What follows belongs to an exercise in optimizing a design on an open flow for small area, a short achievable clock period and few clock cycles per item; a production flow would make more cautious choices. Only simulation tests tie the RTL to the original design; equivalence was not proved. No activity file was given, so power comes from the tool's default toggle rates.

Setup of JK:
==> flow/design.v <==
module subblock_chooser (
    input  wire        clk,
    input  wire        rst,
    input  wire        in_valid,
    output wire        in_ready,
    input  wire        in_first,
    input  wire        in_last,
    input  wire [23:0] in_value,
    input  wire [1:0]  in_hcnt,
    input  wire [23:0] in_hist1,
    input  wire [23:0] in_hist2,
    input  wire [23:0] in_hist3,
    output reg         out_valid,
    input  wire        out_ready,
    output reg  [1:0]  out_mode,
    output reg  [4:0]  out_param,
    output reg  [11:0] out_bits
);
    localparam NK = 23;             
    localparam NC = 4 * NK + 1;     
    localparam ESC = NK;            
    reg        rdy;                 
    reg  [1:0] outst;               
    assign in_ready = rdy;
    wire take     = in_valid && rdy;
    wire take_end = take && in_last;
    wire pop      = out_valid && out_ready;
    reg  [2:0] hold;
    wire [2:0] hold_n = take ? ((in_first && in_last) ? 3'd4 : {1'b0, in_last, in_first})
                             : (hold != 3'd0) ? hold - 3'd1 : 3'd0;
    wire [1:0] outst_n = outst + {1'b0, take_end} - {1'b0, pop};
    always @(posedge clk) begin
        if (rst) begin
            rdy   <= 1'b1;
            outst <= 2'd0;
            hold  <= 2'd0;
        end else begin
            outst <= outst_n;
            hold  <= hold_n;
            rdy   <= (hold_n == 3'd0) && (outst_n <= 2'd1);
        end
    end
    reg        conv, conv2, va, firsta, lasta;
    reg [23:0] xa, y1;
    reg [24:0] t1, t2;
    reg [1:0]  ha;
    wire signed [27:0] sx  = $signed(xa);
    wire signed [27:0] sy1 = $signed(y1);
    wire signed [27:0] st1 = $signed(t1);
    wire signed [27:0] st2 = $signed(t2);
    wire signed [27:0] d1  = sx - sy1;
    wire [24:0] c12 = $signed(y1) - $signed(t1);    
    wire [24:0] c23 = t1 - t2;                      
    always @(posedge clk) begin
        if (rst) begin
            conv  <= 1'b0;
            conv2 <= 1'b0;
            va    <= 1'b0;
        end else begin
            conv  <= take && in_first;
            conv2 <= conv && lasta;
            va    <= (take && !in_first) || (conv && !lasta) || conv2;
        end
        if (take) begin
            xa     <= in_value;
            firsta <= in_first;
            lasta  <= in_last;
        end
        if (take && in_first) begin
            y1 <= (in_hcnt != 2'd0) ? in_hist1 : 24'd0;
            t1 <= {in_hist2[23], in_hist2};
            t2 <= {in_hist3[23], in_hist3};
            ha <= in_hcnt;
        end else if (conv) begin
            t1 <= (ha >= 2'd2) ? c12 : 25'd0;
            t2 <= (ha == 2'd3) ? c23 : (ha == 2'd2) ? c12 : 25'd0;
        end else if (va) begin
            y1 <= xa;
            t1 <= (ha != 2'd0) ? d1[24:0] : 25'd0;
            t2 <= (ha == 2'd3) ? t1 : (ha == 2'd1) ? d1[24:0] : (ha == 2'd2) ? t1 : 25'd0;
            ha <= (ha == 2'd3) ? 2'd3 : ha + 2'd1;
        end
    end
    wire signed [27:0] d2 = sx - sy1 - st1;              
    wire signed [27:0] d3 = sx - sy1 - 2 * st1 + st2;    
    wire signed [27:0] e1n = d1;
    wire signed [27:0] e2n = d2;
    wire signed [27:0] e3n = d3;
    reg        v1, first1, last1;
    reg [23:0] e0;
    reg [24:0] e1;
    reg [25:0] e2;
    reg [26:0] e3;
    always @(posedge clk) begin
        if (rst)
            v1 <= 1'b0;
        else
            v1 <= va;
        first1 <= firsta;
        last1  <= lasta;
        e0 <= xa;
        e1 <= e1n[24:0];
        e2 <= e2n[25:0];
        e3 <= e3n[26:0];
    end
    wire [26:0] un [0:3];
    assign un[0] = {3'd0, e0[22:0], 1'b0} ^ {3'd0, {24{e0[23]}}};
    assign un[1] = {2'd0, e1[23:0], 1'b0} ^ {2'd0, {25{e1[24]}}};
    assign un[2] = {1'd0, e2[24:0], 1'b0} ^ {1'd0, {26{e2[25]}}};
    assign un[3] = {e3[25:0], 1'b0} ^ {27{e3[26]}};
    reg        vb, firstb, lastb, keepb;
    reg        shb;                 
    reg        rstd, rstd2;         
    reg        s1, s2, s3, s4, s5;  
    reg [26:0] uu  [0:3];
    reg [NK-1:0] sml [0:3];
    genvar gp, gk, gb;
    generate
        for (gp = 0; gp < 4; gp = gp + 1) begin : gsml
            wire [27:5] zh;
            assign zh[27] = 1'b1;
            for (gb = 5; gb < 27; gb = gb + 1) begin : gz
                assign zh[gb] = ~|un[gp][26:gb];
            end
            for (gk = 0; gk < NK; gk = gk + 1) begin : gk_
                always @(posedge clk)
                    sml[gp][gk] <= v1 && zh[gk+5]
                                   && !(un[gp][gk+4] && un[gp][gk+3]);
            end
            always @(posedge clk)
                uu[gp] <= un[gp];
        end
    endgenerate
    always @(posedge clk) begin
        if (rst)
            vb <= 1'b0;
        else
            vb <= v1;
        firstb <= first1;
        lastb  <= last1;
        keepb  <= !(v1 && first1);
        shb    <= (vb && lastb) || s1 || s2 || rst || rstd || rstd2;
        rstd   <= rst;
        rstd2  <= rstd;
    end
    reg [11:0] acc [0:4*NK-1];
    reg [11:0] esc;                 
    generate
        for (gp = 0; gp < 4; gp = gp + 1) begin : gmode
            for (gk = 0; gk < NK; gk = gk + 1) begin : gacc
                wire [4:0] q   = uu[gp][gk+4:gk];
                wire [5:0] g   = sml[gp][gk] ? (6'd47 - gk - {1'b0, q}) : 6'd0;
                wire [11:0] a  = {acc[gp*NK+gk][11:9] & {3{keepb}},
                                  acc[gp*NK+gk][8:0]};
                wire [6:0] c;
                wire [5:0] slo;
                assign c[0] = 1'b0;
                for (gb = 0; gb < 6; gb = gb + 1) begin : glo
                    assign slo[gb]  = a[gb] ^ g[gb] ^ c[gb];
                    assign c[gb+1]  = (a[gb] & g[gb]) | (a[gb] & c[gb]) | (g[gb] & c[gb]);
                end
                wire [5:0] pr;
                wire [5:0] shi;
                assign pr[0] = 1'b1;
                for (gb = 1; gb < 6; gb = gb + 1) begin : gpr
                    assign pr[gb] = pr[gb-1] & a[5+gb];
                end
                for (gb = 0; gb < 6; gb = gb + 1) begin : ghi
                    assign shi[gb] = a[6+gb] ^ (c[6] & pr[gb]);
                end
                wire [11:0] sum = (gk >= 16) ? {1'b0, shi[4:0], slo} : {shi, slo};
                always @(posedge clk) begin
                    acc[gp*NK+gk][11:3] <= shb ? acc[gp*NK+gk][8:0] : sum[11:3];
                    acc[gp*NK+gk][2:0]  <= shb ? 3'd0 : sum[2:0];
                end
            end
        end
    endgenerate
    always @(posedge clk)
        if (vb)
            esc <= firstb ? 12'd24 : esc + 12'd24;
    reg [NC-1:0] al;                
    reg [11:0]   mn;                
    reg [11:0]   esc5;              
    wire [2:0] escq = s1 ? esc[11:9] : s2 ? esc[8:6] : s3 ? esc[5:3] : esc[2:0];
    wire [2:0] cv [0:NC-1];
    genvar g;
    generate
        for (g = 0; g < NC; g = g + 1) begin : gcand
            if (g < NK)
                assign cv[g] = ~acc[g][11:9];
            else if (g == ESC)
                assign cv[g] = ~escq;
            else
                assign cv[g] = ~acc[g-1][11:9];
        end
    endgenerate
    wire [NC-1:0] bp [0:2];
    genvar gi, gj;
    generate
        for (gj = 0; gj < 3; gj = gj + 1) begin : gplane
            for (gi = 0; gi < NC; gi = gi + 1) begin : gbit
                assign bp[gj][gi] = cv[gi][gj];
            end
        end
    endgenerate
    wire anyh = |(al & ~bp[2]);
    wire x    = |(al & ~bp[2] & ~bp[1]);
    wire y    = |(al & ~bp[1]);
    wire anyl = anyh ? x : y;
    wire z00  = |(al & ~bp[2] & ~bp[1] & ~bp[0]);
    wire z01  = |(al & ~bp[2] &  bp[1] & ~bp[0]);
    wire z10  = |(al &  bp[2] & ~bp[1] & ~bp[0]);
    wire z11  = |(al &  bp[2] &  bp[1] & ~bp[0]);
    wire any0 = anyh ? (anyl ? z00 : z01) : (anyl ? z10 : z11);
    wire [NC-1:0] aln = al & ~(bp[2] & {NC{anyh}}) & ~(bp[1] & {NC{anyl}})
                           & ~(bp[0] & {NC{any0}});
    integer i;
    always @(posedge clk) begin
        if (rst) begin
            s1 <= 1'b0;
            s2 <= 1'b0;
            s3 <= 1'b0;
            s4 <= 1'b0;
            s5 <= 1'b0;
        end else begin
            s1 <= vb && lastb;
            s2 <= s1;
            s3 <= s2;
            s4 <= s3;
            s5 <= s4;
        end
        esc5 <= esc;
        al <= (s1 || s2 || s3 || s4) ? aln : {NC{1'b1}};
        mn <= {mn[8:0], !anyh, !anyl, !any0};
    end
    reg [1:0]  pm;
    reg [4:0]  pk;
    always @(*) begin
        pm = 2'd0;
        pk = 5'd0;
        for (i = NC - 1; i >= 0; i = i - 1) begin
            if (al[i]) begin
                if (i < NK) begin
                    pm = 2'd0;
                    pk = i;
                end else if (i == ESC) begin
                    pm = 2'd0;
                    pk = 5'd31;
                end else begin
                    pm = (i - 1) / NK;
                    pk = (i - 1) % NK;
                end
            end
        end
    end
    wire [11:0] bits = {esc5[10:0], 1'b0} + mn + 12'd9;
    reg        qv;
    reg [1:0]  qmode;
    reg [4:0]  qparam;
    reg [11:0] qbits;
    always @(posedge clk) begin
        if (rst) begin
            out_valid <= 1'b0;
            qv        <= 1'b0;
        end else begin
            if (!out_valid || out_ready) begin
                if (qv) begin
                    out_valid <= 1'b1;
                    out_mode  <= qmode;
                    out_param <= qparam;
                    out_bits  <= qbits;
                    qv        <= s5;
                    qmode     <= pm;
                    qparam    <= pk;
                    qbits     <= bits;
                end else begin
                    out_valid <= s5;
                    out_mode  <= pm;
                    out_param <= pk;
                    out_bits  <= bits;
                end
            end else if (s5) begin
                qv     <= 1'b1;
                qmode  <= pm;
                qparam <= pk;
                qbits  <= bits;
            end
        end
    end
endmodule
Settings: LEC_CHECK=0, CAP_MARGIN=30, CORE_MARGIN=2, CORE_UTILIZATION=60, CTS_CLUSTER_DIAMETER=80, CTS_CLUSTER_SIZE=22, PLACE_DENSITY=0.72, SLEW_MARGIN=45; clock period 20.0 ns.
run.sh (not shown) runs the stock make flow with config.mk's settings and CLKGATE_MAP_FILE= SYNTH_SCRIPT=/design/flow/synth_recipe.tcl, a recipe that flattens the netlist after the stock synthesis.
Testbench counts of JK, summed over its fixed seeds: cycles 75,117, subblocks 1,280.
Modified inputs, MS compared to JK
--- a/flow/design.v
+++ b/flow/design.v
@@ -23,8 +23,9 @@
     reg  [1:0] outst;               
     assign in_ready = rdy;
-    wire take     = in_valid && rdy;
+    reg  [2:0] hold;
+    wire       rdyc = (hold == 3'd0) && (outst <= 2'd1);
+    wire take     = in_valid && rdyc;
     wire take_end = take && in_last;
     wire pop      = out_valid && out_ready;
-    reg  [2:0] hold;
     wire [2:0] hold_n = take ? ((in_first && in_last) ? 3'd4 : {1'b0, in_last, in_first})
                              : (hold != 3'd0) ? hold - 3'd1 : 3'd0;
@@ -42,4 +43,5 @@
     end
     reg        conv, conv2, va, firsta, lasta;
+    reg        inblk;               
     reg [23:0] xa, y1;
     reg [24:0] t1, t2;
@@ -57,15 +59,18 @@
             conv2 <= 1'b0;
             va    <= 1'b0;
+            inblk <= 1'b0;
         end else begin
             conv  <= take && in_first;
             conv2 <= conv && lasta;
             va    <= (take && !in_first) || (conv && !lasta) || conv2;
-        end
-        if (take) begin
+            if (take)
+                inblk <= !in_last;
+        end
+        if (rdyc) begin
             xa     <= in_value;
             firsta <= in_first;
             lasta  <= in_last;
         end
-        if (take && in_first) begin
+        if (rdyc && !inblk) begin
             y1 <= (in_hcnt != 2'd0) ? in_hist1 : 24'd0;
             t1 <= {in_hist2[23], in_hist2};
--- outcome ---
In the tables for JK and MS, combinational share of power reads higher with MS. MS vs. JK: core utilization has increased; final estimated routing congestion in global placement has decreased. Diff JK -> MS | post-route clock period utilization | decrease of 3.1 points. Fraction of area in multi-input gates essentially unchanged between JK and MS.
Testbench counts of MS, summed over its fixed seeds: cycles 75,117, subblocks 1,280.

==> afterwards: timing with drivers on the ports <==
How much do the figures lean on ideal ports? The routed layouts below were timed once more, with nothing changed but the port constraints. Step 1 sets driving cells, clkbuf_16 on the clock port and buf_2 on the other inputs (assumed; they add their load-dependent delay and slew). Step 2, shift: input delay + t, output delay - t, t = (earliest + latest rising clock arrival at the registers) / 2. This alone moves slack from input paths to output paths. Slacks: ideal ports / drivers / drivers and shift; pairs: ideal ports / drivers.
run | t (ns) | slack for setup (ns) | clock arrival spread, ns | pins driven straight from the clock port
JK | 0.846 | 13.690 / 13.749 / 12.903 | 0.063 / 0.064 | 1
MS | 0.859 | 14.303 / 14.218 / 13.859 | 0.075 / 0.075 | 1
After both steps setup and hold are still met in every run listed. The setup slack of JK, which loses most, moves by +0.059 ns with the drivers and by -0.787 ns with both steps.
